What follows belongs to an exercise in optimizing a design on an open flow for a short achievable clock period and few clock cycles per item; a production flow would make more cautious choices. At most, simulation tests tie the RTL to the original design; equivalence was not proved. Only the layout flow was run in run 3; the RTL was not checked for function there.

==> flow/design.v <==
module lgdot_exp2_rom (
    input  wire [8:0]  idx,
    output reg  [27:0] frac
);
    always @(*) begin
        case (idx)
            9'd0: frac = 28'h0000000;
            9'd1: frac = 28'h0058c87;
            9'd2: frac = 28'h00b1afa;
            9'd3: frac = 28'h010ab5b;
            9'd4: frac = 28'h0163daa;
            9'd5: frac = 28'h01bd1e7;
            9'd6: frac = 28'h0216814;
            9'd7: frac = 28'h0270031;
            9'd8: frac = 28'h02c9a3e;
            9'd9: frac = 28'h032363d;
            9'd10: frac = 28'h037d42e;
            9'd11: frac = 28'h03d7412;
            9'd12: frac = 28'h04315e8;
            9'd13: frac = 28'h048b9b3;
            9'd14: frac = 28'h04e5f73;
            9'd15: frac = 28'h0540728;
            9'd16: frac = 28'h059b0d3;
            9'd17: frac = 28'h05f5c75;
            9'd18: frac = 28'h0650a0e;
            9'd19: frac = 28'h06ab9a0;
            9'd20: frac = 28'h0706b2a;
            9'd21: frac = 28'h0761eae;
            9'd22: frac = 28'h07bd42b;
            9'd23: frac = 28'h0818ba4;
            9'd24: frac = 28'h0874518;
            9'd25: frac = 28'h08d0089;
            9'd26: frac = 28'h092bdf6;
            9'd27: frac = 28'h0987d61;
            9'd28: frac = 28'h09e3ecb;
            9'd29: frac = 28'h0a40233;
            9'd30: frac = 28'h0a9c79b;
            9'd31: frac = 28'h0af8f04;
            9'd32: frac = 28'h0b5586d;
            9'd33: frac = 28'h0bb23d8;
            9'd34: frac = 28'h0c0f146;
            9'd35: frac = 28'h0c6c0b7;
            9'd36: frac = 28'h0cc922b;
            9'd37: frac = 28'h0d265a5;
            9'd38: frac = 28'h0d83b23;
            9'd39: frac = 28'h0de12a8;
            9'd40: frac = 28'h0e3ec33;
            9'd41: frac = 28'h0e9c7c5;
            9'd42: frac = 28'h0efa560;
            9'd43: frac = 28'h0f58503;
            9'd44: frac = 28'h0fb66b0;
            9'd45: frac = 28'h1014a67;
            9'd46: frac = 28'h1073029;
            9'd47: frac = 28'h10d17f6;
            9'd48: frac = 28'h11301d0;
            9'd49: frac = 28'h118edb7;
            9'd50: frac = 28'h11edbab;
            9'd51: frac = 28'h124cbae;
            9'd52: frac = 28'h12abdc0;
            9'd53: frac = 28'h130b1e2;
            9'd54: frac = 28'h136a815;
            9'd55: frac = 28'h13ca059;
            9'd56: frac = 28'h1429aaf;
            9'd57: frac = 28'h1489717;
            9'd58: frac = 28'h14e9593;
            9'd59: frac = 28'h1549624;
            9'd60: frac = 28'h15a98c9;
            9'd61: frac = 28'h1609d83;
            9'd62: frac = 28'h166a454;
            9'd63: frac = 28'h16cad3d;
            9'd64: frac = 28'h172b83c;
            9'd65: frac = 28'h178c555;
            9'd66: frac = 28'h17ed487;
            9'd67: frac = 28'h184e5d2;
            9'd68: frac = 28'h18af939;
            9'd69: frac = 28'h1910eba;
            9'd70: frac = 28'h1972658;
            9'd71: frac = 28'h19d4013;
            9'd72: frac = 28'h1a35beb;
            9'd73: frac = 28'h1a979e2;
            9'd74: frac = 28'h1af99f8;
            9'd75: frac = 28'h1b5bc2e;
            9'd76: frac = 28'h1bbe084;
            9'd77: frac = 28'h1c206fc;
            9'd78: frac = 28'h1c82f95;
            9'd79: frac = 28'h1ce5a52;
            9'd80: frac = 28'h1d48731;
            9'd81: frac = 28'h1dab636;
            9'd82: frac = 28'h1e0e75f;
            9'd83: frac = 28'h1e71aae;
            9'd84: frac = 28'h1ed5023;
            9'd85: frac = 28'h1f387c0;
            9'd86: frac = 28'h1f9c184;
            9'd87: frac = 28'h1fffd72;
            9'd88: frac = 28'h2063b88;
            9'd89: frac = 28'h20c7bc9;
            9'd90: frac = 28'h212be35;
            9'd91: frac = 28'h21902cd;
            9'd92: frac = 28'h21f4991;
            9'd93: frac = 28'h2259283;
            9'd94: frac = 28'h22bdda2;
            9'd95: frac = 28'h2322af1;
            9'd96: frac = 28'h2387a6e;
            9'd97: frac = 28'h23ecc1c;
            9'd98: frac = 28'h2451ffc;
            9'd99: frac = 28'h24b760c;
            9'd100: frac = 28'h251ce50;
            9'd101: frac = 28'h25828c6;
            9'd102: frac = 28'h25e8571;
            9'd103: frac = 28'h264e451;
            9'd104: frac = 28'h26b4566;
            9'd105: frac = 28'h271a8b1;
            9'd106: frac = 28'h2780e34;
            9'd107: frac = 28'h27e75ef;
            9'd108: frac = 28'h284dfe2;
            9'd109: frac = 28'h28b4c0f;
            9'd110: frac = 28'h291ba76;
            9'd111: frac = 28'h2982b17;
            9'd112: frac = 28'h29e9df5;
            9'd113: frac = 28'h2a5130f;
            9'd114: frac = 28'h2ab8a67;
            9'd115: frac = 28'h2b203fc;
            9'd116: frac = 28'h2b87fd1;
            9'd117: frac = 28'h2befde5;
            9'd118: frac = 28'h2c57e39;
            9'd119: frac = 28'h2cc00cf;
            9'd120: frac = 28'h2d285a7;
            9'd121: frac = 28'h2d90cc1;
            9'd122: frac = 28'h2df961f;
            9'd123: frac = 28'h2e621c2;
            9'd124: frac = 28'h2ecafa9;
            9'd125: frac = 28'h2f33fd7;
            9'd126: frac = 28'h2f9d24b;
            9'd127: frac = 28'h3006706;
            9'd128: frac = 28'h306fe0a;
            9'd129: frac = 28'h30d9757;
            9'd130: frac = 28'h31432ee;
            9'd131: frac = 28'h31ad0cf;
            9'd132: frac = 28'h32170fc;
            9'd133: frac = 28'h3281375;
            9'd134: frac = 28'h32eb83c;
            9'd135: frac = 28'h3355f50;
            9'd136: frac = 28'h33c08b2;
            9'd137: frac = 28'h342b465;
            9'd138: frac = 28'h3496267;
            9'd139: frac = 28'h35012ba;
            9'd140: frac = 28'h356c560;
            9'd141: frac = 28'h35d7a57;
            9'd142: frac = 28'h36431a3;
            9'd143: frac = 28'h36aeb43;
            9'd144: frac = 28'h371a737;
            9'd145: frac = 28'h3786582;
            9'd146: frac = 28'h37f2623;
            9'd147: frac = 28'h385e91c;
            9'd148: frac = 28'h38cae6d;
            9'd149: frac = 28'h3937617;
            9'd150: frac = 28'h39a401b;
            9'd151: frac = 28'h3a10c7a;
            9'd152: frac = 28'h3a7db35;
            9'd153: frac = 28'h3aeac4c;
            9'd154: frac = 28'h3b57fc0;
            9'd155: frac = 28'h3bc5592;
            9'd156: frac = 28'h3c32dc3;
            9'd157: frac = 28'h3ca0854;
            9'd158: frac = 28'h3d0e545;
            9'd159: frac = 28'h3d7c497;
            9'd160: frac = 28'h3dea64c;
            9'd161: frac = 28'h3e58a64;
            9'd162: frac = 28'h3ec70df;
            9'd163: frac = 28'h3f359bf;
            9'd164: frac = 28'h3fa4505;
            9'd165: frac = 28'h40132b0;
            9'd166: frac = 28'h40822c3;
            9'd167: frac = 28'h40f153e;
            9'd168: frac = 28'h4160a22;
            9'd169: frac = 28'h41d016f;
            9'd170: frac = 28'h423fb27;
            9'd171: frac = 28'h42af74a;
            9'd172: frac = 28'h431f5d9;
            9'd173: frac = 28'h438f6d6;
            9'd174: frac = 28'h43ffa40;
            9'd175: frac = 28'h4470018;
            9'd176: frac = 28'h44e0860;
            9'd177: frac = 28'h4551319;
            9'd178: frac = 28'h45c2043;
            9'd179: frac = 28'h4632fde;
            9'd180: frac = 28'h46a41ed;
            9'd181: frac = 28'h4715670;
            9'd182: frac = 28'h4786d67;
            9'd183: frac = 28'h47f86d3;
            9'd184: frac = 28'h486a2b6;
            9'd185: frac = 28'h48dc110;
            9'd186: frac = 28'h494e1e2;
            9'd187: frac = 28'h49c052c;
            9'd188: frac = 28'h4a32af1;
            9'd189: frac = 28'h4aa5330;
            9'd190: frac = 28'h4b17dea;
            9'd191: frac = 28'h4b8ab21;
            9'd192: frac = 28'h4bfdad5;
            9'd193: frac = 28'h4c70d07;
            9'd194: frac = 28'h4ce41b8;
            9'd195: frac = 28'h4d578e9;
            9'd196: frac = 28'h4dcb29a;
            9'd197: frac = 28'h4e3eecd;
            9'd198: frac = 28'h4eb2d82;
            9'd199: frac = 28'h4f26eba;
            9'd200: frac = 28'h4f9b277;
            9'd201: frac = 28'h500f8b8;
            9'd202: frac = 28'h508417f;
            9'd203: frac = 28'h50f8ccd;
            9'd204: frac = 28'h516daa3;
            9'd205: frac = 28'h51e2b01;
            9'd206: frac = 28'h5257de8;
            9'd207: frac = 28'h52cd35a;
            9'd208: frac = 28'h5342b57;
            9'd209: frac = 28'h53b85df;
            9'd210: frac = 28'h542e2f5;
            9'd211: frac = 28'h54a4298;
            9'd212: frac = 28'h551a4ca;
            9'd213: frac = 28'h559098c;
            9'd214: frac = 28'h56070de;
            9'd215: frac = 28'h567dac1;
            9'd216: frac = 28'h56f4737;
            9'd217: frac = 28'h576b63f;
            9'd218: frac = 28'h57e27dc;
            9'd219: frac = 28'h5859c0d;
            9'd220: frac = 28'h58d12d5;
            9'd221: frac = 28'h5948c33;
            9'd222: frac = 28'h59c0828;
            9'd223: frac = 28'h5a386b6;
            9'd224: frac = 28'h5ab07dd;
            9'd225: frac = 28'h5b28b9f;
            9'd226: frac = 28'h5ba11fc;
            9'd227: frac = 28'h5c19af5;
            9'd228: frac = 28'h5c9268a;
            9'd229: frac = 28'h5d0b4be;
            9'd230: frac = 28'h5d84591;
            9'd231: frac = 28'h5dfd903;
            9'd232: frac = 28'h5e76f16;
            9'd233: frac = 28'h5ef07ca;
            9'd234: frac = 28'h5f6a321;
            9'd235: frac = 28'h5fe411b;
            9'd236: frac = 28'h605e1b9;
            9'd237: frac = 28'h60d84fd;
            9'd238: frac = 28'h6152ae7;
            9'd239: frac = 28'h61cd378;
            9'd240: frac = 28'h6247eb0;
            9'd241: frac = 28'h62c2c92;
            9'd242: frac = 28'h633dd1d;
            9'd243: frac = 28'h63b9053;
            9'd244: frac = 28'h6434635;
            9'd245: frac = 28'h64afec3;
            9'd246: frac = 28'h652b9ff;
            9'd247: frac = 28'h65a77e9;
            9'd248: frac = 28'h6623882;
            9'd249: frac = 28'h669fbcc;
            9'd250: frac = 28'h671c1c7;
            9'd251: frac = 28'h6798a74;
            9'd252: frac = 28'h68155d4;
            9'd253: frac = 28'h68923e8;
            9'd254: frac = 28'h690f4b2;
            9'd255: frac = 28'h698c831;
            9'd256: frac = 28'h6a09e66;
            9'd257: frac = 28'h6a87754;
            9'd258: frac = 28'h6b052fa;
            9'd259: frac = 28'h6b8315a;
            9'd260: frac = 28'h6c01275;
            9'd261: frac = 28'h6c7f64b;
            9'd262: frac = 28'h6cfdcde;
            9'd263: frac = 28'h6d7c62e;
            9'd264: frac = 28'h6dfb23c;
            9'd265: frac = 28'h6e7a10a;
            9'd266: frac = 28'h6ef9298;
            9'd267: frac = 28'h6f786e8;
            9'd268: frac = 28'h6ff7df9;
            9'd269: frac = 28'h70777ce;
            9'd270: frac = 28'h70f7467;
            9'd271: frac = 28'h71773c5;
            9'd272: frac = 28'h71f75e9;
            9'd273: frac = 28'h7277ad4;
            9'd274: frac = 28'h72f8287;
            9'd275: frac = 28'h7378d03;
            9'd276: frac = 28'h73f9a49;
            9'd277: frac = 28'h747aa59;
            9'd278: frac = 28'h74fbd36;
            9'd279: frac = 28'h757d2df;
            9'd280: frac = 28'h75feb56;
            9'd281: frac = 28'h768069c;
            9'd282: frac = 28'h77024b2;
            9'd283: frac = 28'h7784598;
            9'd284: frac = 28'h7806950;
            9'd285: frac = 28'h7888fda;
            9'd286: frac = 28'h790b939;
            9'd287: frac = 28'h798e56b;
            9'd288: frac = 28'h7a11474;
            9'd289: frac = 28'h7a94653;
            9'd290: frac = 28'h7b17b09;
            9'd291: frac = 28'h7b9b299;
            9'd292: frac = 28'h7c1ed01;
            9'd293: frac = 28'h7ca2a44;
            9'd294: frac = 28'h7d26a63;
            9'd295: frac = 28'h7daad5e;
            9'd296: frac = 28'h7e2f337;
            9'd297: frac = 28'h7eb3bee;
            9'd298: frac = 28'h7f38785;
            9'd299: frac = 28'h7fbd5fc;
            9'd300: frac = 28'h8042754;
            9'd301: frac = 28'h80c7b8f;
            9'd302: frac = 28'h814d2ae;
            9'd303: frac = 28'h81d2cb1;
            9'd304: frac = 28'h8258999;
            9'd305: frac = 28'h82de968;
            9'd306: frac = 28'h8364c1f;
            9'd307: frac = 28'h83eb1be;
            9'd308: frac = 28'h8471a46;
            9'd309: frac = 28'h84f85b9;
            9'd310: frac = 28'h857f418;
            9'd311: frac = 28'h8606563;
            9'd312: frac = 28'h868d99b;
            9'd313: frac = 28'h87150c2;
            9'd314: frac = 28'h879cad9;
            9'd315: frac = 28'h88247e1;
            9'd316: frac = 28'h88ac7da;
            9'd317: frac = 28'h8934ac5;
            9'd318: frac = 28'h89bd0a4;
            9'd319: frac = 28'h8a45978;
            9'd320: frac = 28'h8ace542;
            9'd321: frac = 28'h8b57403;
            9'd322: frac = 28'h8be05bb;
            9'd323: frac = 28'h8c69a6c;
            9'd324: frac = 28'h8cf3217;
            9'd325: frac = 28'h8d7ccbc;
            9'd326: frac = 28'h8e06a5e;
            9'd327: frac = 28'h8e90afd;
            9'd328: frac = 28'h8f1ae99;
            9'd329: frac = 28'h8fa5535;
            9'd330: frac = 28'h902fed0;
            9'd331: frac = 28'h90bab6d;
            9'd332: frac = 28'h9145b0c;
            9'd333: frac = 28'h91d0dae;
            9'd334: frac = 28'h925c354;
            9'd335: frac = 28'h92e7bff;
            9'd336: frac = 28'h93737b1;
            9'd337: frac = 28'h93ff66a;
            9'd338: frac = 28'h948b82b;
            9'd339: frac = 28'h9517cf6;
            9'd340: frac = 28'h95a44cc;
            9'd341: frac = 28'h9630fad;
            9'd342: frac = 28'h96bdd9a;
            9'd343: frac = 28'h974ae96;
            9'd344: frac = 28'h97d82a0;
            9'd345: frac = 28'h98659ba;
            9'd346: frac = 28'h98f33e4;
            9'd347: frac = 28'h9981121;
            9'd348: frac = 28'h9a0f171;
            9'd349: frac = 28'h9a9d4d4;
            9'd350: frac = 28'h9b2bb4d;
            9'd351: frac = 28'h9bba4dc;
            9'd352: frac = 28'h9c49183;
            9'd353: frac = 28'h9cd8141;
            9'd354: frac = 28'h9d67419;
            9'd355: frac = 28'h9df6a0c;
            9'd356: frac = 28'h9e8631a;
            9'd357: frac = 28'h9f15f45;
            9'd358: frac = 28'h9fa5e8d;
            9'd359: frac = 28'ha0360f4;
            9'd360: frac = 28'ha0c667b;
            9'd361: frac = 28'ha156f23;
            9'd362: frac = 28'ha1e7aee;
            9'd363: frac = 28'ha2789db;
            9'd364: frac = 28'ha309bec;
            9'd365: frac = 28'ha39b123;
            9'd366: frac = 28'ha42c980;
            9'd367: frac = 28'ha4be505;
            9'd368: frac = 28'ha5503b2;
            9'd369: frac = 28'ha5e2589;
            9'd370: frac = 28'ha674a8b;
            9'd371: frac = 28'ha7072b9;
            9'd372: frac = 28'ha799e13;
            9'd373: frac = 28'ha82cc9c;
            9'd374: frac = 28'ha8bfe54;
            9'd375: frac = 28'ha95333c;
            9'd376: frac = 28'ha9e6b55;
            9'd377: frac = 28'haa7a6a2;
            9'd378: frac = 28'hab0e521;
            9'd379: frac = 28'haba26d6;
            9'd380: frac = 28'hac36bc0;
            9'd381: frac = 28'haccb3e1;
            9'd382: frac = 28'had5ff3a;
            9'd383: frac = 28'hadf4dcd;
            9'd384: frac = 28'hae89f99;
            9'd385: frac = 28'haf1f4a1;
            9'd386: frac = 28'hafb4ce6;
            9'd387: frac = 28'hb04a868;
            9'd388: frac = 28'hb0e072a;
            9'd389: frac = 28'hb17692b;
            9'd390: frac = 28'hb20ce6d;
            9'd391: frac = 28'hb2a36f1;
            9'd392: frac = 28'hb33a2b8;
            9'd393: frac = 28'hb3d11c4;
            9'd394: frac = 28'hb468416;
            9'd395: frac = 28'hb4ff9ae;
            9'd396: frac = 28'hb59728e;
            9'd397: frac = 28'hb62eeb7;
            9'd398: frac = 28'hb6c6e2a;
            9'd399: frac = 28'hb75f0e8;
            9'd400: frac = 28'hb7f76f3;
            9'd401: frac = 28'hb89004b;
            9'd402: frac = 28'hb928cf2;
            9'd403: frac = 28'hb9c1ce9;
            9'd404: frac = 28'hba5b031;
            9'd405: frac = 28'hbaf46ca;
            9'd406: frac = 28'hbb8e0b8;
            9'd407: frac = 28'hbc27df9;
            9'd408: frac = 28'hbcc1e90;
            9'd409: frac = 28'hbd5c27e;
            9'd410: frac = 28'hbdf69c4;
            9'd411: frac = 28'hbe91463;
            9'd412: frac = 28'hbf2c25c;
            9'd413: frac = 28'hbfc73b0;
            9'd414: frac = 28'hc062861;
            9'd415: frac = 28'hc0fe070;
            9'd416: frac = 28'hc199bde;
            9'd417: frac = 28'hc235aab;
            9'd418: frac = 28'hc2d1cda;
            9'd419: frac = 28'hc36e26b;
            9'd420: frac = 28'hc40ab60;
            9'd421: frac = 28'hc4a77ba;
            9'd422: frac = 28'hc544779;
            9'd423: frac = 28'hc5e1aa0;
            9'd424: frac = 28'hc67f12e;
            9'd425: frac = 28'hc71cb27;
            9'd426: frac = 28'hc7ba88a;
            9'd427: frac = 28'hc858958;
            9'd428: frac = 28'hc8f6d94;
            9'd429: frac = 28'hc99553e;
            9'd430: frac = 28'hca34057;
            9'd431: frac = 28'hcad2ee1;
            9'd432: frac = 28'hcb720dd;
            9'd433: frac = 28'hcc1164c;
            9'd434: frac = 28'hccb0f2e;
            9'd435: frac = 28'hcd50b87;
            9'd436: frac = 28'hcdf0b55;
            9'd437: frac = 28'hce90e9c;
            9'd438: frac = 28'hcf3155b;
            9'd439: frac = 28'hcfd1f95;
            9'd440: frac = 28'hd072d4a;
            9'd441: frac = 28'hd113e7c;
            9'd442: frac = 28'hd1b532b;
            9'd443: frac = 28'hd256b59;
            9'd444: frac = 28'hd2f8708;
            9'd445: frac = 28'hd39a638;
            9'd446: frac = 28'hd43c8eb;
            9'd447: frac = 28'hd4def21;
            9'd448: frac = 28'hd5818dd;
            9'd449: frac = 28'hd62461f;
            9'd450: frac = 28'hd6c76e8;
            9'd451: frac = 28'hd76ab3b;
            9'd452: frac = 28'hd80e317;
            9'd453: frac = 28'hd8b1e7e;
            9'd454: frac = 28'hd955d72;
            9'd455: frac = 28'hd9f9ff3;
            9'd456: frac = 28'hda9e604;
            9'd457: frac = 28'hdb42fa4;
            9'd458: frac = 28'hdbe7cd6;
            9'd459: frac = 28'hdc8cd9b;
            9'd460: frac = 28'hdd321f3;
            9'd461: frac = 28'hddd79e0;
            9'd462: frac = 28'hde7d564;
            9'd463: frac = 28'hdf2347f;
            9'd464: frac = 28'hdfc9733;
            9'd465: frac = 28'he06fd82;
            9'd466: frac = 28'he11676b;
            9'd467: frac = 28'he1bd4f1;
            9'd468: frac = 28'he264615;
            9'd469: frac = 28'he30bad8;
            9'd470: frac = 28'he3b333b;
            9'd471: frac = 28'he45af40;
            9'd472: frac = 28'he502ee8;
            9'd473: frac = 28'he5ab233;
            9'd474: frac = 28'he653924;
            9'd475: frac = 28'he6fc3bc;
            9'd476: frac = 28'he7a51fc;
            9'd477: frac = 28'he84e3e5;
            9'd478: frac = 28'he8f7978;
            9'd479: frac = 28'he9a12b7;
            9'd480: frac = 28'hea4afa3;
            9'd481: frac = 28'heaf503d;
            9'd482: frac = 28'heb9f486;
            9'd483: frac = 28'hec49c81;
            9'd484: frac = 28'hecf482e;
            9'd485: frac = 28'hed9f78e;
            9'd486: frac = 28'hee4aaa2;
            9'd487: frac = 28'heef616d;
            9'd488: frac = 28'hefa1bee;
            9'd489: frac = 28'hf04da29;
            9'd490: frac = 28'hf0f9c1d;
            9'd491: frac = 28'hf1a61cc;
            9'd492: frac = 28'hf252b37;
            9'd493: frac = 28'hf2ff861;
            9'd494: frac = 28'hf3ac949;
            9'd495: frac = 28'hf459df1;
            9'd496: frac = 28'hf50765b;
            9'd497: frac = 28'hf5b5288;
            9'd498: frac = 28'hf66327a;
            9'd499: frac = 28'hf711630;
            9'd500: frac = 28'hf7bfdae;
            9'd501: frac = 28'hf86e8f3;
            9'd502: frac = 28'hf91d802;
            9'd503: frac = 28'hf9ccadc;
            9'd504: frac = 28'hfa7c182;
            9'd505: frac = 28'hfb2bbf5;
            9'd506: frac = 28'hfbdba37;
            9'd507: frac = 28'hfc8bc48;
            9'd508: frac = 28'hfd3c22c;
            9'd509: frac = 28'hfdecbe1;
            9'd510: frac = 28'hfe9d96b;
            9'd511: frac = 28'hff4eaca;
            default: frac = 28'h0000000;
        endcase
    end
endmodule
module lgdot_hash_x0 (
    input  wire [31:0] seed,
    input  wire [29:0] tile,
    input  wire [1:0]  arr,
    input  wire [7:0]  m,
    input  wire [7:0]  k,
    input  wire [7:0]  j,
    output wire [63:0] x0
);
    localparam [63:0] C0 = 64'h9e3779b97f4a7c15;
    wire [63:0] key = {seed, tile, arr};
    wire [63:0] ctr = {40'h0, m, k, j};
    assign x0 = key ^ (ctr * C0);
endmodule
module lgdot_hash_x1 (
    input  wire [63:0] x0,
    output wire [63:0] x1
);
    localparam [63:0] C1 = 64'hbf58476d1ce4e5b9;
    assign x1 = (x0 ^ (x0 >> 30)) * C1;
endmodule
module lgdot_hash_x2 (
    input  wire [63:0] x1,
    output wire [63:0] x2
);
    localparam [63:0] C2 = 64'h94d049bb133111eb;
    assign x2 = (x1 ^ (x1 >> 27)) * C2;
endmodule
module lgdot_hash_fin (
    input  wire [63:0] x2,
    output wire [63:0] x
);
    assign x = x2 ^ (x2 >> 31);
endmodule
module lgdot_fadd (
    input  wire        az,
    input  wire [31:0] a,
    input  wire [31:0] b,
    output wire        sz,
    output wire [31:0] s
);
    wire        sa = a[31];
    wire        sb = b[31];
    wire [7:0]  ea = a[30:23];
    wire [7:0]  eb = b[30:23];
    wire [23:0] ma = {1'b1, a[22:0]};
    wire [23:0] mb = {1'b1, b[22:0]};
    wire        sub = sa ^ sb;
    wire [8:0]  dab = {1'b0, ea} - {1'b0, eb};
    wire [8:0]  dba = {1'b0, eb} - {1'b0, ea};
    wire        age = ~dab[8];                   
    wire [7:0]  d   = age ? dab[7:0] : dba[7:0];
    wire        sx  = age ? sa : sb;
    wire [7:0]  ex  = age ? ea : eb;
    wire [23:0] mx  = age ? ma : mb;
    wire [23:0] my  = age ? mb : ma;
    wire        near = sub & (d[7:1] == 7'd0);
    reg  [26:0] yal;
    reg  [49:0] ysh;
    always @(*) begin
        ysh = {my, 26'd0} >> d;
        if (d >= 8'd27)
            yal = 27'd1;
        else
            yal = {ysh[49:24], ysh[23:0] != 24'd0};
    end
    wire [27:0] xw  = {1'b0, mx, 3'b000};
    wire [27:0] fs  = sub ? (xw - {1'b0, yal}) : (xw + {1'b0, yal});
    reg  [23:0] fm;
    reg         fg, fst;
    reg  [8:0]  fe;
    always @(*) begin
        if (fs[27]) begin
            fm  = fs[27:4];
            fg  = fs[3];
            fst = |fs[2:0];
            fe  = {1'b0, ex} + 9'd1;
        end else if (fs[26]) begin
            fm  = fs[26:3];
            fg  = fs[2];
            fst = |fs[1:0];
            fe  = {1'b0, ex};
        end else begin
            fm  = fs[25:2];
            fg  = fs[1];
            fst = fs[0];
            fe  = {1'b0, ex} - 9'd1;
        end
    end
    wire        fup = fg & (fst | fm[0]);
    wire [24:0] fmr = {1'b0, fm} + {24'd0, fup};
    wire [8:0]  fer = fmr[24] ? fe + 9'd1 : fe;
    wire [24:0] na0 = {ma, 1'b0} - {mb, 1'b0};   
    wire [24:0] nb0 = {mb, 1'b0} - {ma, 1'b0};
    wire [24:0] na1 = {ma, 1'b0} - {1'b0, mb};   
    wire [24:0] nb1 = {mb, 1'b0} - {1'b0, ma};   
    wire        neq = (d[0] == 1'b0);
    wire        nneg = na0[24];                  
    wire [24:0] nd = neq ? (nneg ? nb0 : na0) : (age ? na1 : nb1);
    wire        ns = neq ? (nneg ? sb : sa) : sx;
    wire        nzero = (nd == 25'd0);
    reg  [4:0]  lz;
    integer     i;
    always @(*) begin
        lz = 5'd0;
        for (i = 0; i <= 24; i = i + 1)
            if (nd[i]) lz = 5'd24 - i[4:0];
    end
    wire [24:0] nn  = nd << lz;
    wire        nup = nn[0] & nn[1];             
    wire [24:0] nmr = {1'b0, nn[24:1]} + {24'd0, nup};
    wire [8:0]  ne  = {1'b0, ex} - {4'd0, lz};
    wire [8:0]  ner = nmr[24] ? ne + 9'd1 : ne;
    wire [31:0] far_s  = {sx, fer[7:0], fmr[24] ? fmr[23:1] : fmr[22:0]};
    wire [31:0] near_s = {ns, ner[7:0], nmr[24] ? nmr[23:1] : nmr[22:0]};
    assign sz = ~az & near & nzero;
    assign s  = az ? b : near ? (nzero ? 32'd0 : near_s) : far_s;
endmodule
module lgdot (
    input  wire        clk,
    input  wire        rst,
    input  wire        in_valid,
    output wire        in_ready,
    input  wire        in_last,
    input  wire [15:0] in_act,
    input  wire [15:0] in_wgt,
    input  wire [1:0]  in_prec,      
    input  wire [31:0] in_seed,
    input  wire [29:0] in_tile,
    input  wire [1:0]  in_arr,
    input  wire [7:0]  in_m,
    input  wire [7:0]  in_j,
    output reg         out_valid,
    output reg  [31:0] out_sum
);
    localparam [31:0] QNAN = 32'h7fc00000;
    assign in_ready = 1'b1;
    reg        r_rst;
    reg        v0, last0;
    reg [15:0] act0, wgt0;
    reg [1:0]  prec0, arr0;
    reg [31:0] seed0;
    reg [29:0] tile0;
    reg [7:0]  m0, j0;
    always @(posedge clk) begin
        r_rst <= rst;
        v0    <= in_valid & ~rst;
        last0 <= in_last;
        act0  <= in_act;
        wgt0  <= in_wgt;
        prec0 <= in_prec;
        seed0 <= in_seed;
        tile0 <= in_tile;
        arr0  <= in_arr;
        m0    <= in_m;
        j0    <= in_j;
    end
    reg        busy;         
    reg [7:0]  k;
    wire [7:0] k_cur = busy ? k : 8'd0;
    always @(posedge clk) begin
        if (r_rst) begin
            busy <= 1'b0;
            k    <= 8'd0;
        end else if (v0) begin
            busy <= ~last0;
            k    <= k_cur + 8'd1;
        end
    end
    wire is8  = (prec0 == 2'd1);
    wire is12 = (prec0 == 2'd2);
    wire        a_sign, b_sign, a_zero, b_zero, a_nar, b_nar;
    wire [15:0] a_l9, b_l9;
    lgdot_decode u_da (.is8(is8), .is12(is12), .code(act0),
                       .sign(a_sign), .zero(a_zero), .nar(a_nar), .l9(a_l9));
    lgdot_decode u_db (.is8(is8), .is12(is12), .code(wgt0),
                       .sign(b_sign), .zero(b_zero), .nar(b_nar), .l9(b_l9));
    wire [63:0] hx0;
    lgdot_hash_x0 u_h0 (.seed(seed0), .tile(tile0), .arr(arr0),
                        .m(m0), .k(k_cur), .j(j0), .x0(hx0));
    reg        v1, last1, skip1, nar1, sign1, is8_1, is12_1;
    reg [16:0] lsum1;
    reg [63:0] x0_1;
    always @(posedge clk) begin
        v1     <= v0 & ~r_rst;
        last1  <= last0;
        skip1  <= a_zero | b_zero;
        nar1   <= a_nar | b_nar;
        sign1  <= a_sign ^ b_sign;
        is8_1  <= is8;
        is12_1 <= is12;
        lsum1  <= {a_l9[15], a_l9} + {b_l9[15], b_l9};
        x0_1   <= hx0;
    end
    wire [27:0] tfrac;
    lgdot_exp2_rom u_rom (.idx(lsum1[8:0]), .frac(tfrac));
    wire [63:0] hx1;
    lgdot_hash_x1 u_h1 (.x0(x0_1), .x1(hx1));
    reg        v2, last2, skip2, nar2, sign2, is8_2, is12_2;
    reg [7:0]  iexp2;
    reg [27:0] tfrac2;
    reg [63:0] x1_2;
    always @(posedge clk) begin
        v2     <= v1 & ~r_rst;
        last2  <= last1;
        skip2  <= skip1;
        nar2   <= nar1;
        sign2  <= sign1;
        is8_2  <= is8_1;
        is12_2 <= is12_1;
        iexp2  <= lsum1[16:9] + 8'd127;
        tfrac2 <= tfrac;
        x1_2   <= hx1;
    end
    reg  [20:0] kept;        
    reg  [15:0] rem;
    reg  [20:0] inc;
    always @(*) begin
        if (is8_2) begin                      
            kept = {1'b1, tfrac2[27:16], 8'd0};
            rem  = tfrac2[15:0];
            inc  = 21'h000100;
        end else if (is12_2) begin            
            kept = {1'b1, tfrac2[27:12], 4'd0};
            rem  = {4'd0, tfrac2[11:0]};
            inc  = 21'h000010;
        end else begin                        
            kept = {1'b1, tfrac2[27:8]};
            rem  = {8'd0, tfrac2[7:0]};
            inc  = 21'h000001;
        end
    end
    wire [63:0] hx2;
    lgdot_hash_x2 u_h2 (.x1(x1_2), .x2(hx2));
    reg        v3, last3, skip3, nar3, sign3, is8_3, is12_3;
    reg [7:0]  pexp3;
    reg [19:0] kept3;        
    reg [19:0] kinc3;        
    reg [15:0] rem3;
    reg [63:0] x2_3;
    always @(posedge clk) begin
        v3     <= v2 & ~r_rst;
        last3  <= last2;
        skip3  <= skip2;
        nar3   <= nar2;
        sign3  <= sign2;
        is8_3  <= is8_2;
        is12_3 <= is12_2;
        pexp3  <= iexp2;
        kept3  <= kept[19:0];
        kinc3  <= kept[19:0] + inc[19:0];
        rem3   <= rem;
        x2_3   <= hx2;
    end
    wire [63:0] hx;
    lgdot_hash_fin u_hf (.x2(x2_3), .x(hx));
    wire [15:0] drw = is8_3  ? hx[63:48] :
                      is12_3 ? {4'd0, hx[63:52]} :
                               {8'd0, hx[63:56]};
    wire        rup = drw < rem3;
    reg        v4, last4, skip4, nar4;
    reg [31:0] prod4;
    always @(posedge clk) begin
        v4     <= v3 & ~r_rst;
        last4  <= last3;
        skip4  <= skip3;
        nar4   <= nar3;
        prod4  <= {sign3, pexp3, rup ? kinc3 : kept3, 3'b000};
    end
    reg [31:0] acc;
    reg        acc_z;
    reg        acc_nan;
    wire [31:0] add_s;
    wire        add_z;
    lgdot_fadd u_add (.az(acc_z), .a(acc), .b(prod4), .sz(add_z), .s(add_s));
    wire        nan_nxt = acc_nan | nar4;
    wire [31:0] cur     = acc_z ? 32'd0 : acc;
    wire [31:0] add_p   = add_z ? 32'd0 : add_s;
    always @(posedge clk) begin
        if (r_rst) begin
            acc_z   <= 1'b1;
            acc_nan <= 1'b0;
        end else if (v4) begin
            if (last4) begin
                acc_z   <= 1'b1;
                acc_nan <= 1'b0;
            end else begin
                if (!skip4) begin
                    acc   <= add_s;
                    acc_z <= add_z;
                end
                acc_nan <= nan_nxt;
            end
        end
        out_sum   <= nan_nxt ? QNAN : skip4 ? cur : add_p;
        out_valid <= v4 & last4 & ~r_rst & ~rst;
    end
endmodule
module lgdot_decode (
    input  wire        is8,
    input  wire        is12,
    input  wire [15:0] code,
    output reg         sign,
    output reg         zero,
    output reg         nar,
    output reg  [15:0] l9
);
    reg special;
    always @(*) begin
        if (is8) begin
            sign    = code[7];
            special = (code[6:0] == 7'h40);
            l9      = {{3{code[6]}}, code[6:0], 6'd0};
        end else if (is12) begin
            sign    = code[11];
            special = (code[10:0] == 11'h400);
            l9      = {{2{code[10]}}, code[10:0], 3'd0};
        end else begin
            sign    = code[15];
            special = (code[14:0] == 15'h4000);
            l9      = {code[14], code[14:0]};
        end
        zero = special & ~sign;
        nar  = special & sign;
    end
endmodule
==> flow/run.sh <==
#!/bin/bash
# synth_recipe.tcl (not shown) runs the flow's synth.tcl, then flattens the netlist and writes it again
# the make line also repeats each setting of config.mk as NAME=value (left out here)
make -C /OpenROAD-flow-scripts/flow DESIGN_CONFIG=/design/flow/config.mk WORK_HOME=/design/flow/orfs CLKGATE_MAP_FILE= SYNTH_SCRIPT=/design/flow/synth_recipe.tcl finish
==> flow/config.mk <==
export PLATFORM = sky130hd
export DESIGN_NAME = lgdot
export DESIGN_NICKNAME = lgdot
export VERILOG_FILES = /design/flow/design.v
export SDC_FILE = /design/flow/constraint.sdc
export NUM_CORES = 4
export LEC_CHECK = 0
export CAP_MARGIN = 20
export CORE_MARGIN = 2
export CORE_UTILIZATION = 40
export SLEW_MARGIN = 20
export SYNTH_MEMORY_MAX_BITS = 32768
==> flow/constraint.sdc <==
create_clock -name core_clock -period 90.0 [get_ports {clk}]
set_input_delay 18.0000 -clock core_clock [delete_from_list [all_inputs] [get_ports {clk}]]
set_output_delay 18.0000 -clock core_clock [all_outputs]
set_load 0.01 [all_outputs]
==> summary.md, run 1 <==
| Metric | Value |
|---|---|
| Yosys top cell area share | 36.4% |
| Ys Warns | 4 |
| Tmin final | 19.59 ns |
| Slowest cell delay on critical path | 0.53 ns |
| Starting Density | 40.2% |
| Netlist cell types | 114 |
| Layout cells sized above 1 | 5.68% |
| CTS tree | built |
| 1st-iter DRT viols | 12600 |
| Worst Hold Slack | 0.326 ns |
| Post-CTS resize count | 0 |
| Seq/Total Area, Yosys | 8.61% |
| Clock Sinks | 508 |
| Num rows | 202 |
| Startpoint types | flop |
| Number of global-route vias before repair | 105000 |
| Hold_buf cts | 0 |
| Final setup viols | 0 |
| Setup Total Neg Slack | 0 ns |
| HP Class | flop to flop |
| Layout area overhead | 8.59% |
| Final Cell Area | 132000 um^2 |
| Via count | 105000 |
| Clock tree buffer depth | 3 |
| Port buffer count | 150 |
| Grt ovf | 0 |
| Pins Over Slew Limit | 0 |
| CTS clk-pin slew, worst paths | 0.06 ns |
| Worst setup path class | flop to primary output |
| Yosys reg bits | 508 |
| I/O pins | 152 |
| Primary FF master, synth | dfxtp_1 |
| Fill cells | 30000 |
| CP arrival | 1.59 ns |
| Top cells by area, synth | fa_1, ha_1, inv_1 |
| Clock skew | 0.0679 ns |
| Drt drc | 0 |
| CTS Buf Count | 58 |
| Period utilisation layout | 21.8% |
| Die area | 309000 um^2 |
| Post-synth EDFFs | 32 |
| Initial antenna violation count | 74 |
| CP bufs+invs | 1 |
| Global-route wire length before repair | 820000 um |
| MaxCap Viol Count | 0 |
| Vias per std cell | 5.98 |
| Detailed Routing Iterations Pass 1 | 8 |
| Layout Nets | 17400 |
| Clk Latency, worst-skew pair | 0.76 ns |
| CTS H-Tree Depth | 2 |
| Unrepaired setup endpoints after global routing | false |
| Slew Limit Headroom | 6.47% |
| Syn Std Cell Area | 122000 um^2 |
| Setup Slack @ Placement | 71.17 ns |
| Pin count of the biggest net entering global routing | 121 |
| WL/cell | 33.4 um |
| Syn Nets | 17200 |
| Die Ht | 556 um |
| ANT nets after route | 0 |
| Root buffer cell | clkbuf_16 |
| Leading cell type by number of instances after synthesis | inv_1 |
| Post-CTS Setup Inserts | 0 |
| Post-synth ARST share | 0% |
| Fmax | 51.0 MHz |
| Actual slew at the worst max-slew pin | 1.40 ns |
| Largest area contributor in the netlist | fa_1 |
| Post-DP HPWL | 475000 um |
| Top Family by Delay on Critical Path | buffers and inverters |
| CP max FO | 1 |
| Cells along the critical path | clkdlybuf4s50_1 |
| Slowest cell on the critical path | clkdlybuf4s50_1 |
| GRT Util Overall | 37.9% |
| Most frequent cells after synthesis | inv_1, fa_1, ha_1, nand2_1, a21oi_1 |
| Final worst slack | 70.41 ns |
| Placed Instance Area | 130000 um^2 |
| Mean post-synth cell area | 9.14 um^2 |
| Final Hold Vio Count | 0 |
| Outcome | no timing/DRC/antenna violations |
| CP required | 72.00 ns |
| Die X | 556 um |
| Post-Route WL | 586000 um |
| RD Place Congestion | 1.09 |
| Critical Path Sink Type | primary output |
| Core ar. | 303000 um^2 |
| Post-Synthesis Cells | 13300 |
-- per-layer routing --
metal,wire (um),vias to the layer above,global-route usage (%)
li1,-,43800,-
met1,234000,52900,49.6
met2,241000,6450,54.0
met3,74800,1632,15.1
met4,35500,66,18.8
met5,642,-,0.500
-- state kept, by name (all words and copies together) (netlist names), 20 cells and up --
| name | flops |
|---|---|
| kinc3 | 20 |
| x1_2 | 64 |
| kept3 | 20 |
| x0_1 | 64 |
| out_sum | 32 |
| acc | 32 |
| seed0 | 32 |
| tfrac2 | 28 |
| prod4 | 29 |
| tile0 | 30 |
-- layout by cell type (no fill, tap or decap), types with 58 or more instances in the layout --
| master | count |
|---|---|
| inv_1 | 3060 |
| fa_1 | 2215 |
| ha_1 | 1562 |
| nand2_1 | 669 |
| a21oi_1 | 659 |
| o21ai_0 | 609 |
| nor2_1 | 545 |
| dfxtp_1 | 467 |
| buf_4 | 370 |
| xnor2_1 | 362 |
| nand3_1 | 193 |
| nor3_1 | 191 |
| xor2_1 | 174 |
| a21o_1 | 151 |
| clkdlybuf4s50_1 | 150 |
| a31oi_1 | 133 |
| o211ai_1 | 133 |
| a211oi_1 | 127 |
| nor2b_1 | 83 |
| nand2b_1 | 81 |
| mux2i_1 | 74 |
| a221oi_1 | 65 |
| a311oi_1 | 64 |
| nand4_1 | 60 |
| o21a_1 | 59 |
| and2_1 | 58 |
| clkbuf_16 | 58 |
-- cell type report --
type	count	area (um^2)	share of cell area, %
Multi-Input combinational cell	9299	98700	74.5
Inverter	3071	11500	8.71
Sequential cell	508	10500	7.94
Tap cell	3978	4980	3.76
Timing Repair Buffer	530	4420	3.34
Clock buffer	68	1590	1.20
Clock inverter	40	566	0.427
Antenna cell	44	110	0.0832
-- cell families after synthesis --
kind of cell / count (synthesis) / synth area share, %
xor+xnor: 568 / 4.10
simple gates: 2201 / 8.50
flops: 508 / 8.61
buf+inv: 3528 / 10.9
mux: 134 / 1.39
other cells: 1 / 0.00308
fa+ha+maj: 3781 / 52.5
compound gates: 2614 / 14.0
-- final timing paths --
path              cells past startpoint     endpoint  slack [ns]         from
setup / recovery                      1  out_sum[28]       70.41  out_sum[28]
hold / removal                        0    prod4[28]        0.33     pexp3[5]
setup reg to reg                     37     x1_2[63]       77.73     x0_1[41]
hold reg to reg                       0    prod4[28]        0.33     pexp3[5]
-- through the flow --
stage | utilization [%] | instances
3_3_place_gp | 42.9 | 17400
5_1_grt | 43.6 | 17500
6_report | 43.7 | 17500
2_1_floorplan | - | 13300
4_1_cts | 43.6 | 17500
3_5_place_dp | 42.9 | 17400
Testbench counts, summed over its fixed seeds: cycles 27,296, items 27,248.
==> run 2: changes to the inputs <==
==> flow/flow/run.sh (new file) <==
#!/bin/bash
# The standard layout (the standard.sh: its synthesis, floorplan, power
# grid, placement, clock tree and routing, unchanged), with one difference:
# the buffers that placement puts on every input and output port are
# sky130_fd_sc_hd__buf_2 instead of the cell buffer_ports picks by itself
# (a clkdlybuf4s50_1 delay buffer, about 0.4 ns slower on the output paths).
# make's whole output, with every tool's, goes to flow.log here; ORFS also
# keeps each step's log under orfs/logs/.
set -euo pipefail
bash standard.sh finish "BUFFER_PORTS_ARGS=-buffer_cell sky130_fd_sc_hd__buf_2" > flow.log 2>&1
==> flow/standard.sh (new file) <==
#!/bin/bash
# synth_recipe.tcl (not shown) runs the flow's synth.tcl, then flattens the netlist and writes it again
# the make line also repeats each setting of config.mk as NAME=value (left out here)
make -C /OpenROAD-flow-scripts/flow DESIGN_CONFIG=/design/flow/config.mk WORK_HOME=/design/flow/orfs CLKGATE_MAP_FILE= SYNTH_SCRIPT=/design/flow/synth_recipe.tcl "${@:-finish}"
removed: flow/run.sh
==> run 2 against run 1 <==
Maximum frequency grew 2.2%. Count of clock-buffer cells in the layout grew 5. Final cell count is essentially flat. Die area is the same. Synthesized area is the same. Critical endpoint is now out_valid. Highest routed layer unchanged.
==> summary.md, run 2 <==
| Metric | Value |
|---|---|
| Number of global-route vias before repair | 105000 |
| Most common cell after layout, fill and taps aside | inv_1 |
| Hold_buf cts | 0 |
| Die X | 556 um |
| Vias per std cell | 5.96 |
| Reg2reg setup slack | 77.82 ns |
| Initial antenna violation count | 73 |
| Slowest cell on the critical path | dfxtp_1 |
| Largest area contributor in the netlist | fa_1 |
| CP arrival | 1.17 ns |
| Cells along the critical path | buf_2 |
| Post-synth EDFFs | 32 |
| Drt drc | 0 |
| Reg-to-Reg End | out_sum[6] |
| Post-Route WL | 592000 um |
| Layout Nets | 17400 |
| Syn Nets | 17200 |
| Seq/Total Area, Yosys | 8.61% |
| Pin count of the biggest net entering global routing | 102 |
| Startpoint types | flop |
| Global-route wire length before repair | 826000 um |
| Leading cell types in the layout, fill and taps excluded | inv_1, fa_1, ha_1, nand2_1, a21oi_1 |
| RD Place Congestion | 1.08 |
| CP required | 72.00 ns |
| MaxCap Viol Count | 0 |
| Slowest cell delay on critical path | 0.29 ns |
| Critical Path Sink Type | primary output |
| Worst setup path class | flop to primary output |
| WL/cell | 33.8 um |
| Die area | 309000 um^2 |
| Final Hold Vio Count | 0 |
| Starting Density | 40.2% |
| Detailed Routing Iterations Pass 1 | 9 |
| Worst hold path depth | 0 |
| Setup Total Neg Slack | 0 ns |
| Period utilisation layout | 21.3% |
| Clock tree buffer depth | 3 |
| Yosys reg bits | 508 |
| Netlist cell types | 114 |
| CP max FO | 1 |
| Post-synth ARST share | 0% |
| Post-CTS resize count | 0 |
| Fill cells | 30200 |
| Die Ht | 556 um |
| Core ar. | 303000 um^2 |
| 1st-iter DRT viols | 12400 |
| Clock skew | 0.110 ns |
| Outcome | no timing/DRC/antenna violations |
| Post-CTS Setup Inserts | 0 |
| WHS Endpoint | is12_2 |
| Port buffer count | 150 |
| CTS clk-pin slew, worst paths | 0.06 ns |
| Yosys top cell area share | 36.4% |
| Top Family by Delay on Critical Path | flip-flops |
| Layout cells sized above 1 | 6.74% |
| Root buffer cell | clkbuf_16 |
| GRT Util Overall | 38.3% |
| Slew Limit Headroom | 6.94% |
| Unrepaired setup endpoints after global routing | false |
| Pins Over Slew Limit | 0 |
| Primary FF master, synth | dfxtp_1 |
| Worst r2r src | acc[28] |
| Mean post-synth cell area | 9.14 um^2 |
| Ys Warns | 4 |
| Clock Sinks | 508 |
| Leading cell type by number of instances after synthesis | inv_1 |
| Clk Latency, worst-skew pair | 0.79 ns |
| CTS H-Tree Depth | 2 |
| Syn Std Cell Area | 122000 um^2 |
| Post-DP HPWL | 483000 um |
| Largest registers | x0_1 x64, x1_2 x64 |
| Min-delay src | is12_1 |
| Layout area overhead | 7.88% |
| R2R cell count | 41 |
| CP bufs+invs | 1 |
| CTS Buf Count | 61 |
| Most frequent cells after synthesis | inv_1, fa_1, ha_1, nand2_1, a21oi_1 |
| I/O pins | 152 |
| Fmax | 52.2 MHz |
| Setup Slack @ Placement | 71.55 ns |
| Actual slew at the worst max-slew pin | 1.39 ns |
| Via count | 104000 |
| Num rows | 202 |
| Tmin final | 19.17 ns |
| Post-Synthesis Cells | 13300 |
| Grt ovf | 0 |
| ANT nets after route | 0 |
| CTS tree | built |
| HP Class | flop to flop |
| Final setup viols | 0 |
| Top cells by area, synth | fa_1, ha_1, inv_1 |
| Final worst slack | 70.83 ns |
==> run 2: cell count changes in the layout (fill, tap and decap cells not counted), moves of 7 or more <==
cell and change:
clkbuf_1 +7, clkdlybuf4s50_1 -150, diode_2 -13, buf_2 +150, nor2_1 +8
==> run 2: cell families after synthesis <==
family	synth area share, %
other cells	0.00308
buf+inv	10.9
simple gates	8.50
fa+ha+maj	52.5
mux	1.39
compound gates	14.0
xor+xnor	4.10
flops	8.61
==> run 2: worst max-delay path by stage <==
| stage | start | endpoint | slack (ns) | cells after the start |
|---|---|---|---|---|
| 2_1_floorplan | out_sum[0] | out_sum[0] | 71.67 | 0 |
| 3_3_place_gp | rst | out_valid | 71.57 | 2 |
| 3_5_place_dp | rst | out_valid | 71.55 | 2 |
| 4_1_cts | out_valid | out_valid | 70.76 | 1 |
| 5_1_grt | out_valid | out_valid | 70.74 | 1 |
| 6_report | out_valid | out_valid | 70.83 | 1 |
==> run 2: layer usage <==
layer,vias up,global-route usage [%],wire length (um)
met1,52700,50.1,237000
met2,6309,54.6,242000
met4,54,19.7,38300
li1,43800,-,-
met5,-,0,415
met3,1607,14.5,73900
==> run 2: stage by stage <==
step                      util, %  hold slack (ns)  instances  area (um^2)
after floorplan                 -            0.310      13300       122000
after global routing         43.4            0.330      17500       131000
after CTS                    43.3            0.326      17500       131000
after global placement       42.6            0.310      17400       129000
after detailed placement     42.6            0.312      17400       129000
final                        43.4            0.326      17500       132000
==> run 2: final cells by class <==
| type | instances | area (um^2) | area share [%] |
|---|---|---|---|
| antenna | 31 | 77.6 | 0.0590 |
| sequential | 508 | 10500 | 8.00 |
| clock buffer | 73 | 1620 | 1.23 |
| inverter | 3071 | 11500 | 8.77 |
| multi-input combinational | 9299 | 98600 | 75.0 |
| timing repair buffer | 530 | 3630 | 2.76 |
| clock inverter | 42 | 529 | 0.402 |
| tap | 3978 | 4980 | 3.78 |
==> run 3: changes to the inputs <==
--- a/flow/design.v
+++ b/flow/design.v
@@ -555,88 +555,76 @@
     assign x = x2 ^ (x2 >> 31);
 endmodule
 module lgdot_fadd (
-    input  wire        az,
     input  wire [31:0] a,
     input  wire [31:0] b,
-    output wire        sz,
-    output wire [31:0] s
+    output reg  [31:0] s
 );
     wire        sa = a[31];
     wire        sb = b[31];
-    wire [7:0]  ea = a[30:23];
-    wire [7:0]  eb = b[30:23];
-    wire [23:0] ma = {1'b1, a[22:0]};
-    wire [23:0] mb = {1'b1, b[22:0]};
-    wire        sub = sa ^ sb;
-    wire [8:0]  dab = {1'b0, ea} - {1'b0, eb};
-    wire [8:0]  dba = {1'b0, eb} - {1'b0, ea};
-    wire        age = ~dab[8];                   
-    wire [7:0]  d   = age ? dab[7:0] : dba[7:0];
-    wire        sx  = age ? sa : sb;
-    wire [7:0]  ex  = age ? ea : eb;
-    wire [23:0] mx  = age ? ma : mb;
-    wire [23:0] my  = age ? mb : ma;
-    wire        near = sub & (d[7:1] == 7'd0);
+    wire [7:0]  ea = (a[30:23] == 8'd0) ? 8'd1 : a[30:23];
+    wire [7:0]  eb = (b[30:23] == 8'd0) ? 8'd1 : b[30:23];
+    wire [23:0] ma = {a[30:23] != 8'd0, a[22:0]};
+    wire [23:0] mb = {b[30:23] != 8'd0, b[22:0]};
+    wire        swap = {ea, ma} < {eb, mb};
+    wire        sx = swap ? sb : sa;
+    wire        sy = swap ? sa : sb;
+    wire [7:0]  ex = swap ? eb : ea;
+    wire [7:0]  ey = swap ? ea : eb;
+    wire [23:0] mx = swap ? mb : ma;
+    wire [23:0] my = swap ? ma : mb;
+    wire [7:0]  d = ex - ey;
     reg  [26:0] yal;
     reg  [49:0] ysh;
     always @(*) begin
         ysh = {my, 26'd0} >> d;
-        if (d >= 8'd27)
-            yal = 27'd1;
-        else
+        if (d >= 8'd27) begin
+            yal = {26'd0, my != 24'd0};
+        end else begin
             yal = {ysh[49:24], ysh[23:0] != 24'd0};
+        end
     end
-    wire [27:0] xw  = {1'b0, mx, 3'b000};
-    wire [27:0] fs  = sub ? (xw - {1'b0, yal}) : (xw + {1'b0, yal});
-    reg  [23:0] fm;
-    reg         fg, fst;
-    reg  [8:0]  fe;
+    wire        sub = sx ^ sy;
+    wire [27:0] xext = {1'b0, mx, 3'b000};
+    wire [27:0] sum = sub ? (xext - {1'b0, yal}) : (xext + {1'b0, yal});
+    reg  [4:0]  lz;
+    integer     i;
+    always @(*) begin
+        lz = 5'd27;
+        for (i = 0; i <= 26; i = i + 1)
+            if (sum[i]) lz = 5'd26 - i[4:0];
+    end
+    reg  [9:0]  en;       
+    reg  [26:0] mn;       
+    reg  [4:0]  shl;
     always @(*) begin
-        if (fs[27]) begin
-            fm  = fs[27:4];
-            fg  = fs[3];
-            fst = |fs[2:0];
-            fe  = {1'b0, ex} + 9'd1;
-        end else if (fs[26]) begin
-            fm  = fs[26:3];
-            fg  = fs[2];
-            fst = |fs[1:0];
-            fe  = {1'b0, ex};
+        shl = 5'd0;
+        if (sum[27]) begin
+            en = {2'b00, ex} + 10'd1;
+            mn = {sum[27:2], sum[1] | sum[0]};
         end else begin
-            fm  = fs[25:2];
-            fg  = fs[1];
-            fst = fs[0];
-            fe  = {1'b0, ex} - 9'd1;
+            if ({2'b00, ex} - 10'd1 < {5'd0, lz})
+                shl = ex[4:0] - 5'd1;
+            else
+                shl = lz;
+            en = {2'b00, ex} - {5'd0, shl};
+            mn = sum[26:0] << shl;
         end
     end
-    wire        fup = fg & (fst | fm[0]);
-    wire [24:0] fmr = {1'b0, fm} + {24'd0, fup};
-    wire [8:0]  fer = fmr[24] ? fe + 9'd1 : fe;
-    wire [24:0] na0 = {ma, 1'b0} - {mb, 1'b0};   
-    wire [24:0] nb0 = {mb, 1'b0} - {ma, 1'b0};
-    wire [24:0] na1 = {ma, 1'b0} - {1'b0, mb};   
-    wire [24:0] nb1 = {mb, 1'b0} - {1'b0, ma};   
-    wire        neq = (d[0] == 1'b0);
-    wire        nneg = na0[24];                  
-    wire [24:0] nd = neq ? (nneg ? nb0 : na0) : (age ? na1 : nb1);
-    wire        ns = neq ? (nneg ? sb : sa) : sx;
-    wire        nzero = (nd == 25'd0);
-    reg  [4:0]  lz;
-    integer     i;
+    wire        up = mn[2] & (mn[1] | mn[0] | mn[3]);
+    wire [24:0] mr = {1'b0, mn[26:3]} + {24'd0, up};
+    wire [9:0]  er = mr[24] ? en + 10'd1 : en;
+    wire [22:0] fr = mr[24] ? mr[23:1] : mr[22:0];
+    wire        hid = mr[24] | mr[23];
     always @(*) begin
-        lz = 5'd0;
-        for (i = 0; i <= 24; i = i + 1)
-            if (nd[i]) lz = 5'd24 - i[4:0];
-    end
-    wire [24:0] nn  = nd << lz;
-    wire        nup = nn[0] & nn[1];             
-    wire [24:0] nmr = {1'b0, nn[24:1]} + {24'd0, nup};
-    wire [8:0]  ne  = {1'b0, ex} - {4'd0, lz};
-    wire [8:0]  ner = nmr[24] ? ne + 9'd1 : ne;
-    wire [31:0] far_s  = {sx, fer[7:0], fmr[24] ? fmr[23:1] : fmr[22:0]};
-    wire [31:0] near_s = {ns, ner[7:0], nmr[24] ? nmr[23:1] : nmr[22:0]};
-    assign sz = ~az & near & nzero;
-    assign s  = az ? b : near ? (nzero ? 32'd0 : near_s) : far_s;
+        if (sum == 28'd0)
+            s = {sx & sy, 31'd0};
+        else if (er >= 10'd255)
+            s = {sx, 8'hff, 23'd0};
+        else if (!hid)
+            s = {sx, 8'd0, fr};
+        else
+            s = {sx, er[7:0], fr};
+    end
 endmodule
 module lgdot (
     input  wire        clk,
@@ -700,12 +688,13 @@
     wire [63:0] hx0;
     lgdot_hash_x0 u_h0 (.seed(seed0), .tile(tile0), .arr(arr0),
                         .m(m0), .k(k_cur), .j(j0), .x0(hx0));
-    reg        v1, last1, skip1, nar1, sign1, is8_1, is12_1;
+    reg        v1, last1, first1, skip1, nar1, sign1, is8_1, is12_1;
     reg [16:0] lsum1;
     reg [63:0] x0_1;
     always @(posedge clk) begin
         v1     <= v0 & ~r_rst;
         last1  <= last0;
+        first1 <= ~busy;
         skip1  <= a_zero | b_zero;
         nar1   <= a_nar | b_nar;
         sign1  <= a_sign ^ b_sign;
@@ -718,13 +707,14 @@
     lgdot_exp2_rom u_rom (.idx(lsum1[8:0]), .frac(tfrac));
     wire [63:0] hx1;
     lgdot_hash_x1 u_h1 (.x0(x0_1), .x1(hx1));
-    reg        v2, last2, skip2, nar2, sign2, is8_2, is12_2;
+    reg        v2, last2, first2, skip2, nar2, sign2, is8_2, is12_2;
     reg [7:0]  iexp2;
     reg [27:0] tfrac2;
     reg [63:0] x1_2;
     always @(posedge clk) begin
         v2     <= v1 & ~r_rst;
         last2  <= last1;
+        first2 <= first1;
         skip2  <= skip1;
         nar2   <= nar1;
         sign2  <= sign1;
@@ -754,7 +744,7 @@
     end
     wire [63:0] hx2;
     lgdot_hash_x2 u_h2 (.x1(x1_2), .x2(hx2));
-    reg        v3, last3, skip3, nar3, sign3, is8_3, is12_3;
+    reg        v3, last3, first3, skip3, nar3, sign3, is8_3, is12_3;
     reg [7:0]  pexp3;
     reg [19:0] kept3;        
     reg [19:0] kinc3;        
@@ -763,6 +753,7 @@
     always @(posedge clk) begin
         v3     <= v2 & ~r_rst;
         last3  <= last2;
+        first3 <= first2;
         skip3  <= skip2;
         nar3   <= nar2;
         sign3  <= sign2;
@@ -780,41 +771,31 @@
                       is12_3 ? {4'd0, hx[63:52]} :
                                {8'd0, hx[63:56]};
     wire        rup = drw < rem3;
-    reg        v4, last4, skip4, nar4;
+    reg        v4, last4, first4, skip4, nar4;
     reg [31:0] prod4;
     always @(posedge clk) begin
         v4     <= v3 & ~r_rst;
         last4  <= last3;
+        first4 <= first3;
         skip4  <= skip3;
         nar4   <= nar3;
         prod4  <= {sign3, pexp3, rup ? kinc3 : kept3, 3'b000};
     end
     reg [31:0] acc;
-    reg        acc_z;
     reg        acc_nan;
-    wire [31:0] add_s;
-    wire        add_z;
-    lgdot_fadd u_add (.az(acc_z), .a(acc), .b(prod4), .sz(add_z), .s(add_s));
-    wire        nan_nxt = acc_nan | nar4;
-    wire [31:0] cur     = acc_z ? 32'd0 : acc;
-    wire [31:0] add_p   = add_z ? 32'd0 : add_s;
-    always @(posedge clk) begin
-        if (r_rst) begin
-            acc_z   <= 1'b1;
-            acc_nan <= 1'b0;
-        end else if (v4) begin
-            if (last4) begin
-                acc_z   <= 1'b1;
-                acc_nan <= 1'b0;
-            end else begin
-                if (!skip4) begin
-                    acc   <= add_s;
-                    acc_z <= add_z;
-                end
-                acc_nan <= nan_nxt;
-            end
+    wire [31:0] acc_cur = first4 ? 32'd0 : acc;
+    wire        nan_cur = first4 ? 1'b0 : acc_nan;
+    wire [31:0] acc_add;
+    lgdot_fadd u_add (.a(acc_cur), .b(prod4), .s(acc_add));
+    wire        nan_nxt = nan_cur | nar4;
+    wire [31:0] acc_nxt = skip4 ? acc_cur : acc_add;
+    always @(posedge clk) begin
+        if (v4) begin
+            acc     <= acc_nxt;
+            acc_nan <= nan_nxt;
         end
-        out_sum   <= nan_nxt ? QNAN : skip4 ? cur : add_p;
+        if (v4 & last4)
+            out_sum <= nan_nxt ? QNAN : acc_nxt;
         out_valid <= v4 & last4 & ~r_rst & ~rst;
     end
 endmodule
==> flow/run.sh (new file) <==
#!/bin/bash
# synth_recipe.tcl (not shown) runs the flow's synth.tcl, then flattens the netlist and writes it again
# the make line also repeats each setting of config.mk as NAME=value (left out here)
make -C /OpenROAD-flow-scripts/flow DESIGN_CONFIG=/design/flow/config.mk WORK_HOME=/design/flow/orfs CLKGATE_MAP_FILE= SYNTH_SCRIPT=/design/flow/synth_recipe.tcl finish
removed: flow/flow/run.sh
removed: flow/standard.sh
==> run 3 against run 2 <==
Still clean on timing, DRC and antenna. Critical path depth unchanged. Routed wire length decreased by 7.4%. Sequential share of layout area rose by 0.60 points. Clock skew fell by 0.010 ns. Cell area down 3.6%. Global-route usage shrank 1.2 points. Worst hold slack lost 0.063 ns. Die area shrank 4.1%. First-iteration DRC count fell by 13%. Register-to-register slack worse by 7.3 ns.
==> summary.md, run 3 <==
| Metric | Value |
|---|---|
| Met3 routed WL | 52400 um |
| Unrepaired setup endpoints after global routing | false |
| Layout cells sized above 1 | 5.44% |
| MaxCap Viol Count | 0 |
| Vias per std cell | 5.80 |
| Pin count of the biggest net entering global routing | 121 |
| Top Family by Delay on Critical Path | buffers and inverters |
| Slowest cell on the critical path | clkdlybuf4s50_1 |
| Outcome | no timing/DRC/antenna violations |
| Startpoint types | flop |
| Tmin final | 19.76 ns |
| Starting Density | 40.2% |
| Syn Nets | 16400 |
| Dpl cells | 16500 |
| HP Class | flop to flop |
| CTS Buf Count | 61 |
| Die X | 545 um |
| Mean post-synth cell area | 9.34 um^2 |
| CTS clk-pin slew, worst paths | 0.07 ns |
| Top cells by area, synth | fa_1, ha_1, inv_1 |
| Post-synth EDFFs | 65 |
| Seq/Total Area, Yosys | 9.31% |
| Post-CTS Setup Inserts | 0 |
| GRT Util Overall | 37.1% |
| Largest area contributor in the netlist | fa_1 |
| 1st-iter DRT viols | 10800 |
| WL/cell | 33.0 um |
| Period utilisation layout | 22.0% |
| Via count | 96400 |
| Netlist cell types | 121 |
| Port buffer count | 150 |
| Drt drc | 0 |
| Detailed Routing Iterations Pass 1 | 7 |
| Most common cell after layout, fill and taps aside | inv_1 |
| Slowest cell delay on critical path | 0.56 ns |
| Fill cells | 28900 |
| Root buffer cell | clkbuf_16 |
| CP bufs+invs | 1 |
| ANT nets after route | 0 |
| Layout area overhead | 8.48% |
| I/O pins | 152 |
| Syn Std Cell Area | 117000 um^2 |
| Die Ht | 545 um |
| Post-Synthesis Cells | 12500 |
| Core ar. | 291000 um^2 |
| Met2 wire length | 243000 um |
| Met1 wire length | 209000 um |
| Fmax | 50.6 MHz |
| Layout Nets | 16500 |
| Final Hold Vio Count | 0 |
| Initial antenna violation count | 39 |
| CTS H-Tree Depth | 2 |
| Clock skew | 0.0994 ns |
| Actual slew at the worst max-slew pin | 1.39 ns |
| Number of global-route vias before repair | 99800 |
| Global-route wire length before repair | 766000 um |
| CP arrival | 1.76 ns |
| Post-CTS resize count | 0 |
| Grt ovf | 0 |
| Post-DP HPWL | 445000 um |
| Largest registers | x0_1 x64, x1_2 x64 |
| CP required | 72.00 ns |
| RD Place Congestion | 1.09 |
| Final setup viols | 0 |
| Post-synth ARST share | 0% |
| Leading cell type by number of instances after synthesis | inv_1 |
| Ys Warns | 4 |
| Hold_buf cts | 0 |
| Leading cell types in the layout, fill and taps excluded | inv_1, fa_1, ha_1, nand2_1, a21oi_1 |
| Yosys reg bits | 511 |
| Worst setup path class | flop to primary output |
| Clk Latency, worst-skew pair | 0.80 ns |
| Clock Sinks | 511 |
| Num rows | 198 |
| Primary FF master, synth | dfxtp_1 |
| Slew Limit Headroom | 6.51% |
| Post-Route WL | 548000 um |
| Top Layer Used | met5 |
| Die area | 297000 um^2 |
| CTS tree | built |
| Yosys top cell area share | 37.9% |
| Most frequent cells after synthesis | inv_1, fa_1, ha_1, nand2_1, nor2_1 |
| Clock tree buffer depth | 3 |
| Layout Utilization | 43.6% |
| Pins Over Slew Limit | 0 |
| Finished Layout Cells | 16600 |
| CP max FO | 1 |
| Critical Path Sink Type | primary output |
| Setup Total Neg Slack | 0 ns |
| Cells along the critical path | clkdlybuf4s50_1 |
==> run 3: changes by cell type after synthesis, sizes merged, moves of 50 or more <==
cell / change
xor2: -50
a21o: -60
o22ai: +73
a21oi: -127
o21ai: -117
ha: -59
==> run 3: metrics by stage <==
step                hold WS, ns  setup slack [ns]  instance area [um^2]
floorplan                 0.310             71.61                117000
global placement          0.311             70.97                124000
detailed placement        0.312             70.95                125000
CTS                       0.272             70.21                127000
global route              0.295             69.46                127000
finish                    0.263             70.24                127000
==> run 3: cells by family after synthesis <==
| family | count (synthesis) | share of synthesized area [%] |
|---|---|---|
| other | 1 | 0.00321 |
| DFF | 511 | 9.31 |
| muxes | 204 | 2.15 |
| AOI/OAI and AO/OA | 2103 | 11.7 |
| buffers and inverters | 3497 | 11.3 |
| and+or+nand+nor | 1984 | 7.84 |
| adders and majority gates | 3720 | 54.0 |
| xor gates and xnor gates | 497 | 3.72 |
==> run 3: final timing paths <==
kind,slack [ns],cells after the start,from,to
worst max-delay path,70.24,1,out_sum[25],out_sum[25]
worst min-delay path,0.26,0,pexp3[4],prod4[27]
worst max register to register,70.53,63,first4,out_sum[27]
worst min register to register,0.26,0,pexp3[4],prod4[27]
==> run 3: final cells by class <==
class | instances | area, um^2 | share of cell area, %
Antenna cell | 26 | 65.1 | 0.0513
Clock buffer | 80 | 1770 | 1.40
Clock inverter | 34 | 388 | 0.306
Inverter | 3078 | 11600 | 9.11
Multi-Input combinational cell | 8509 | 93200 | 73.5
Sequential cell | 511 | 10900 | 8.60
Tap cell | 3900 | 4880 | 3.85
Timing Repair Buffer | 479 | 4010 | 3.16
==> run 3: metal layers <==
| metal | track usage, % | vias up |
|---|---|---|
| met5 | 0 | - |
| met4 | 23.5 | 38 |
| met3 | 9.54 | 1684 |
| met2 | 57.8 | 5455 |
| met1 | 45.7 | 48700 |
| li1 | - | 40500 |

-- re-timing with driven ports --
In the flow no input, the clock included, has a driving cell. The finished layouts below were timed again as built, in two steps.
Step 1, drivers: a clkbuf_16 drives clk and a buf_2 each remaining input, both assumed.
Step 2 also shifts input and output timing later by t, the mid clock arrival at the registers, as if the neighbouring blocks saw the same clock.
Slacks: ideal ports / drivers / drivers and shift; pairs: ideal ports / drivers.
| run | shift t [ns] | setup slack, ns | hold slack, ns | clock arrival spread, ns | worst data-port slew with drivers (ns) |
|---|---|---|---|---|---|
| run 1 | 0.821 | 70.408 / 70.315 / 71.135 | 0.326 / 0.326 / 0.326 | 0.072 / 0.073 | 0.04 |
| run 2 | 0.832 | 70.826 / 70.731 / 71.556 | 0.326 / 0.326 / 0.326 | 0.110 / 0.110 | 0.04 |
| run 3 | 0.848 | 70.235 / 70.134 / 70.526 | 0.263 / 0.263 / 0.263 | 0.101 / 0.101 | 0.05 |
After both steps setup and hold are still met in every run listed.
